What follows belongs to an exercise in optimizing a design on an open flow for small area, a short achievable clock period and few clock cycles per item; a production flow would make more cautious choices.
At most, simulation tests tie the RTL to the original design; equivalence was not proved.

Setup of rev 12:
// stitch_blend
module stitch_blend (
    input  wire        clk,
    input  wire        rst,
    input  wire        in_valid,
    output wire        in_ready,
    input  wire        in_sol,       
    input  wire        in_apron,     
    input  wire [11:0] in_bg_y,
    input  wire [11:0] in_bg_cb,
    input  wire [11:0] in_bg_cr,
    input  wire [7:0]  in_vis,       
    input  wire [7:0]  in_cov,       
    input  wire [95:0] in_y,         
    input  wire [95:0] in_cb,
    input  wire [95:0] in_cr,
    input  wire [79:0] in_pa,        
    input  wire [79:0] in_ga,        
    output reg         out_valid,
    input  wire        out_ready,
    output reg         out_sol,
    output wire [9:0]  out_y,
    output wire [9:0]  out_c         
);
Size: about 3200 cells after synthesis, about 140 flip-flops.
==> module stitch_blend, before the edit <==
module stitch_blend (
    input  wire        clk,
    input  wire        rst,
    input  wire        in_valid,
    output wire        in_ready,
    input  wire        in_sol,       
    input  wire        in_apron,     
    input  wire [11:0] in_bg_y,
    input  wire [11:0] in_bg_cb,
    input  wire [11:0] in_bg_cr,
    input  wire [7:0]  in_vis,       
    input  wire [7:0]  in_cov,       
    input  wire [95:0] in_y,         
    input  wire [95:0] in_cb,
    input  wire [95:0] in_cr,
    input  wire [79:0] in_pa,        
    input  wire [79:0] in_ga,        
    output reg         out_valid,
    input  wire        out_ready,
    output reg         out_sol,
    output wire [9:0]  out_y,
    output wire [9:0]  out_c         
);
    reg  [7:0] opq;      
    reg  [7:0] live;     
    reg  [7:0] above;    
    integer l;
    always @(*) begin
        for (l = 0; l < 8; l = l + 1) begin
            opq[l]  = in_cov[l] && (in_vis[l] || (l == 7 && in_apron)) &&
                      (&in_pa[10*l +: 10]) && ((&in_ga[10*l +: 10]) || (l == 7 && in_apron));
            live[l] = in_cov[l] && (in_vis[l] || (l == 7 && in_apron)) &&
                      (|in_pa[10*l +: 10]) && ((|in_ga[10*l +: 10]) || (l == 7 && in_apron));
        end
        above[7] = 1'b0;
        for (l = 6; l >= 0; l = l - 1)
            above[l] = above[l+1] || opq[l+1];
    end
    wire [7:0] top  = opq & ~above;             
    wire [7:0] need = live & ~opq & ~above;     
    reg  [7:0] done;     
    reg        cont;     
    wire [7:0] rem  = need & ~done;
    reg  [7:0] sel;      
    reg  [7:0] lower;
    always @(*) begin
        lower[0] = 1'b0;
        for (l = 1; l < 8; l = l + 1)
            lower[l] = lower[l-1] || rem[l-1];
        sel = rem & ~lower;
    end
    wire       more = |(rem & ~sel);             
    reg        b_valid, b_last, b_sol;
    reg [11:0] dst_y, dst_cb, dst_cr;
    reg [11:0] src_y, src_cb, src_cr;
    reg [9:0]  b_pa, b_ga;
    wire stall_b  = b_valid && b_last && out_valid && !out_ready;
    assign in_ready = !stall_b && !more;
    wire issue    = in_valid && !stall_b;
    reg [11:0] st_y, st_cb, st_cr;
    reg [11:0] m_y, m_cb, m_cr;
    reg [9:0]  m_pa, m_ga;
    always @(*) begin
        st_y  = (|top) ? 12'd0 : in_bg_y;
        st_cb = (|top) ? 12'd0 : in_bg_cb;
        st_cr = (|top) ? 12'd0 : in_bg_cr;
        m_y = 12'd0; m_cb = 12'd0; m_cr = 12'd0; m_pa = 10'd0; m_ga = 10'd0;
        for (l = 0; l < 8; l = l + 1) begin
            st_y  = st_y  | (in_y [12*l +: 12] & {12{top[l]}});
            st_cb = st_cb | (in_cb[12*l +: 12] & {12{top[l]}});
            st_cr = st_cr | (in_cr[12*l +: 12] & {12{top[l]}});
            m_y   = m_y   | (in_y [12*l +: 12] & {12{sel[l]}});
            m_cb  = m_cb  | (in_cb[12*l +: 12] & {12{sel[l]}});
            m_cr  = m_cr  | (in_cr[12*l +: 12] & {12{sel[l]}});
            m_pa  = m_pa  | (in_pa[10*l +: 10] & {10{sel[l]}});
            m_ga  = m_ga  | ((l == 7 && in_apron) ? {10{sel[l]}} : (in_ga[10*l +: 10] & {10{sel[l]}}));
        end
    end
    wire [9:0]  b_a;
    stitch_alpha u_alpha (.pa(b_pa), .ga(b_ga), .a(b_a));
    wire [11:0] res_y, res_cb, res_cr;
    stitch_mix u_mix_y  (.src(src_y),  .dst(dst_y),  .a(b_a), .res(res_y));
    stitch_mix u_mix_cb (.src(src_cb), .dst(dst_cb), .a(b_a), .res(res_cb));
    stitch_mix u_mix_cr (.src(src_cr), .dst(dst_cr), .a(b_a), .res(res_cr));
    reg        odd;       
    reg [11:0] cr_hold;   
    reg [11:0] o_y, o_c;  
    wire       is_even = b_sol || !odd;
    wire       b_done  = b_valid && b_last && !stall_b;
    always @(posedge clk) begin
        if (issue) begin
            src_y  <= m_y;
            src_cb <= m_cb;
            src_cr <= m_cr;
            b_pa   <= m_pa;
            b_ga   <= m_ga;
            b_last <= !more;
            b_sol  <= in_sol;
        end
        if (issue && !cont) begin
            dst_y  <= st_y;
            dst_cb <= st_cb;
            dst_cr <= st_cr;
        end else if (b_valid && !b_last) begin
            dst_y  <= res_y;
            dst_cb <= res_cb;
            dst_cr <= res_cr;
        end
        if (b_done) begin
            out_sol <= b_sol;
            o_y     <= res_y;
            if (is_even) begin
                o_c     <= res_cb;
                cr_hold <= res_cr;
            end else begin
                o_c     <= cr_hold;
            end
        end
        if (rst) begin
            done      <= 8'd0;
            cont      <= 1'b0;
            b_valid   <= 1'b0;
            out_valid <= 1'b0;
            odd       <= 1'b0;
        end else begin
            if (issue) begin
                done <= more ? (done | sel) : 8'd0;
                cont <= more;
            end
            if (issue)
                b_valid <= 1'b1;
            else if (!stall_b)
                b_valid <= 1'b0;
            if (b_done) begin
                out_valid <= 1'b1;
                odd       <= is_even;
            end else if (out_ready) begin
                out_valid <= 1'b0;
            end
        end
    end
    function [9:0] to10;
        input [11:0] v;
        reg   [10:0] r;
        begin
            r = ({1'b0, v} + 13'd2) >> 2;
            if (r < 11'd4)         to10 = 10'd4;
            else if (r > 11'd1019) to10 = 10'd1019;
            else                   to10 = r[9:0];
        end
    endfunction
    assign out_y = to10(o_y);
    assign out_c = to10(o_c);
endmodule
export LEC_CHECK = 0
export CAP_MARGIN = 20
export CORE_MARGIN = 2
export CORE_UTILIZATION = 40
export SLEW_MARGIN = 20
create_clock -name core_clock -period 22.0 [get_ports {clk}]
standard.sh (not shown) runs the stock make flow with config.mk's settings and CLKGATE_MAP_FILE= SYNTH_SCRIPT=/design/flow/synth_recipe.tcl, a recipe that flattens the netlist after the stock synthesis.
==> flow/flow/run.sh <==
#!/bin/bash
# Standard layout, with the smallest buffer on every input and output port,
# and timing repair aimed at a setup slack margin well above zero.
set -euo pipefail
export BUFFER_PORTS_ARGS="-buffer_cell sky130_fd_sc_hd__buf_1"
export SETUP_SLACK_MARGIN=10.5
bash standard.sh > standard.log 2>&1
Testbench counts of rev 12, summed over its fixed seeds: cycles 22,632, pixels 19,200.
### rev 12 -> rev 13
-- flow/design.v --
<<< rev 12, line 58
    assign in_ready = !stall_b && !more;
    wire issue    = in_valid && !stall_b;
    reg [11:0] st_y, st_cb, st_cr;
    reg [11:0] m_y, m_cb, m_cr;
    reg [9:0]  m_pa, m_ga;
    always @(*) begin
        st_y  = (|top) ? 12'd0 : in_bg_y;
        st_cb = (|top) ? 12'd0 : in_bg_cb;
        st_cr = (|top) ? 12'd0 : in_bg_cr;
        m_y = 12'd0; m_cb = 12'd0; m_cr = 12'd0; m_pa = 10'd0; m_ga = 10'd0;
        for (l = 0; l < 8; l = l + 1) begin
            st_y  = st_y  | (in_y [12*l +: 12] & {12{top[l]}});
            st_cb = st_cb | (in_cb[12*l +: 12] & {12{top[l]}});
            st_cr = st_cr | (in_cr[12*l +: 12] & {12{top[l]}});
            m_y   = m_y   | (in_y [12*l +: 12] & {12{sel[l]}});
            m_cb  = m_cb  | (in_cb[12*l +: 12] & {12{sel[l]}});
            m_cr  = m_cr  | (in_cr[12*l +: 12] & {12{sel[l]}});
            m_pa  = m_pa  | (in_pa[10*l +: 10] & {10{sel[l]}});
            m_ga  = m_ga  | ((l == 7 && in_apron) ? {10{sel[l]}} : (in_ga[10*l +: 10] & {10{sel[l]}}));
        end
    end
    wire [9:0]  b_a;
    stitch_alpha u_alpha (.pa(b_pa), .ga(b_ga), .a(b_a));
>>> rev 13, line 58
    assign in_ready = !stall_b && !more;
    wire issue    = in_valid && !stall_b;
    wire        no_top = ~|top;
    wire [11:0] st_y, st_cb, st_cr;
    wire [11:0] m_y, m_cb, m_cr;
    wire [9:0]  m_pa, m_ga;
    wire [79:0] ga_eff = {in_apron ? 10'h3ff : in_ga[79:70], in_ga[69:0]};
    stitch_pick #(.N(9), .W(36)) u_pick_st (
        .s({no_top, top}),
        .d({in_bg_cr, in_bg_cb, in_bg_y,
            in_cr[95:84], in_cb[95:84], in_y[95:84], in_cr[83:72], in_cb[83:72], in_y[83:72],
            in_cr[71:60], in_cb[71:60], in_y[71:60], in_cr[59:48], in_cb[59:48], in_y[59:48],
            in_cr[47:36], in_cb[47:36], in_y[47:36], in_cr[35:24], in_cb[35:24], in_y[35:24],
            in_cr[23:12], in_cb[23:12], in_y[23:12], in_cr[11:0],  in_cb[11:0],  in_y[11:0]}),
        .y({st_cr, st_cb, st_y}));
    stitch_pick #(.N(8), .W(56)) u_pick_src (
        .s(sel),
        .d({ga_eff[79:70], in_pa[79:70], in_cr[95:84], in_cb[95:84], in_y[95:84],
            ga_eff[69:60], in_pa[69:60], in_cr[83:72], in_cb[83:72], in_y[83:72],
            ga_eff[59:50], in_pa[59:50], in_cr[71:60], in_cb[71:60], in_y[71:60],
            ga_eff[49:40], in_pa[49:40], in_cr[59:48], in_cb[59:48], in_y[59:48],
            ga_eff[39:30], in_pa[39:30], in_cr[47:36], in_cb[47:36], in_y[47:36],
            ga_eff[29:20], in_pa[29:20], in_cr[35:24], in_cb[35:24], in_y[35:24],
            ga_eff[19:10], in_pa[19:10], in_cr[23:12], in_cb[23:12], in_y[23:12],
            ga_eff[9:0],   in_pa[9:0],   in_cr[11:0],  in_cb[11:0],  in_y[11:0]}),
        .y({m_ga, m_pa, m_cr, m_cb, m_y}));
    wire [9:0]  b_a;
    stitch_alpha u_alpha (.pa(b_pa), .ga(b_ga), .a(b_a));
<<< rev 12, line 152
    assign out_y = to10(o_y);
    assign out_c = to10(o_c);
endmodule
module stitch_mix (input [11:0] src, input [11:0] dst, input [9:0] a, output [11:0] res);
>>> rev 13, line 157
    assign out_y = to10(o_y);
    assign out_c = to10(o_c);
endmodule
module stitch_pick #(parameter N = 8, parameter W = 1) (
    input  wire [N-1:0]   s,
    input  wire [N*W-1:0] d,
    output reg  [W-1:0]   y
);
    integer i;
    always @(*) begin
        y = {W{1'b0}};
        for (i = 0; i < N; i = i + 1)
            y = y | (d[W*i +: W] & {W{s[i]}});
    end
endmodule
module stitch_mix (input [11:0] src, input [11:0] dst, input [9:0] a, output [11:0] res);
- For the cell depth of the worst setup path, rev 13 came in 1 higher than rev 12 did.
- Looking at cell count, rev 13 sits 28 above rev 12.
- Area share of fa/ha/maj cells after synthesis in rev 13 is 0.47 points higher than in rev 12
- Rev 13: flow completed, timing, DRC and antenna clean
- Going from rev 12 to rev 13, proportion of cell area occupied by multi-input gates fell 0.30 points; number of clock buffers in the layout now sits lower; number of gates resized after CTS has increased; non-clock buffer count lost 16.
- Of rev 13 and rev 12, it is rev 13 that has the lower number of distinct library cells after synthesis.
- Length in cells of the worst reg-to-reg path came out exactly the same in rev 13 and rev 12.
- Rev 13 has final weighted congestion in routability-driven placement above what rev 12 had.
- On core box area: between rev 13 and rev 12, it ends up lower for rev 13.
The RTL of rev 13 was laid out without a check of its function.

[separate check: timing with driven ports]
The results above use ideal ports. As a check the final layouts listed here were re-extracted and re-timed, cells and wires unchanged. Step 1: set_driving_cell puts a clkbuf_16 on clk and a buf_2 on each other input, an assumption about the parent block. Step 2, shift: input delay + t, output delay - t, t = (earliest + latest rising clock arrival at the registers) / 2. This alone moves slack from input paths to output paths. Three values: no drivers, after step 1, after step 2; two values: the first two.
| run | shift t [ns] | slack for setup (ns) | hold slack, ns |
|---|---|---|---|
| rev 12 | 0.561 | 10.511 / 10.487 / 10.487 | 0.492 / 0.492 / 0.492 |
| rev 13 | 0.513 | 10.439 / 10.417 / 10.417 | 0.489 / 0.489 / 0.489 |
After both steps setup and hold are still met in every run listed. The setup slack of rev 12, which loses most, moves by -0.024 ns with the drivers and by -0.024 ns with both steps.
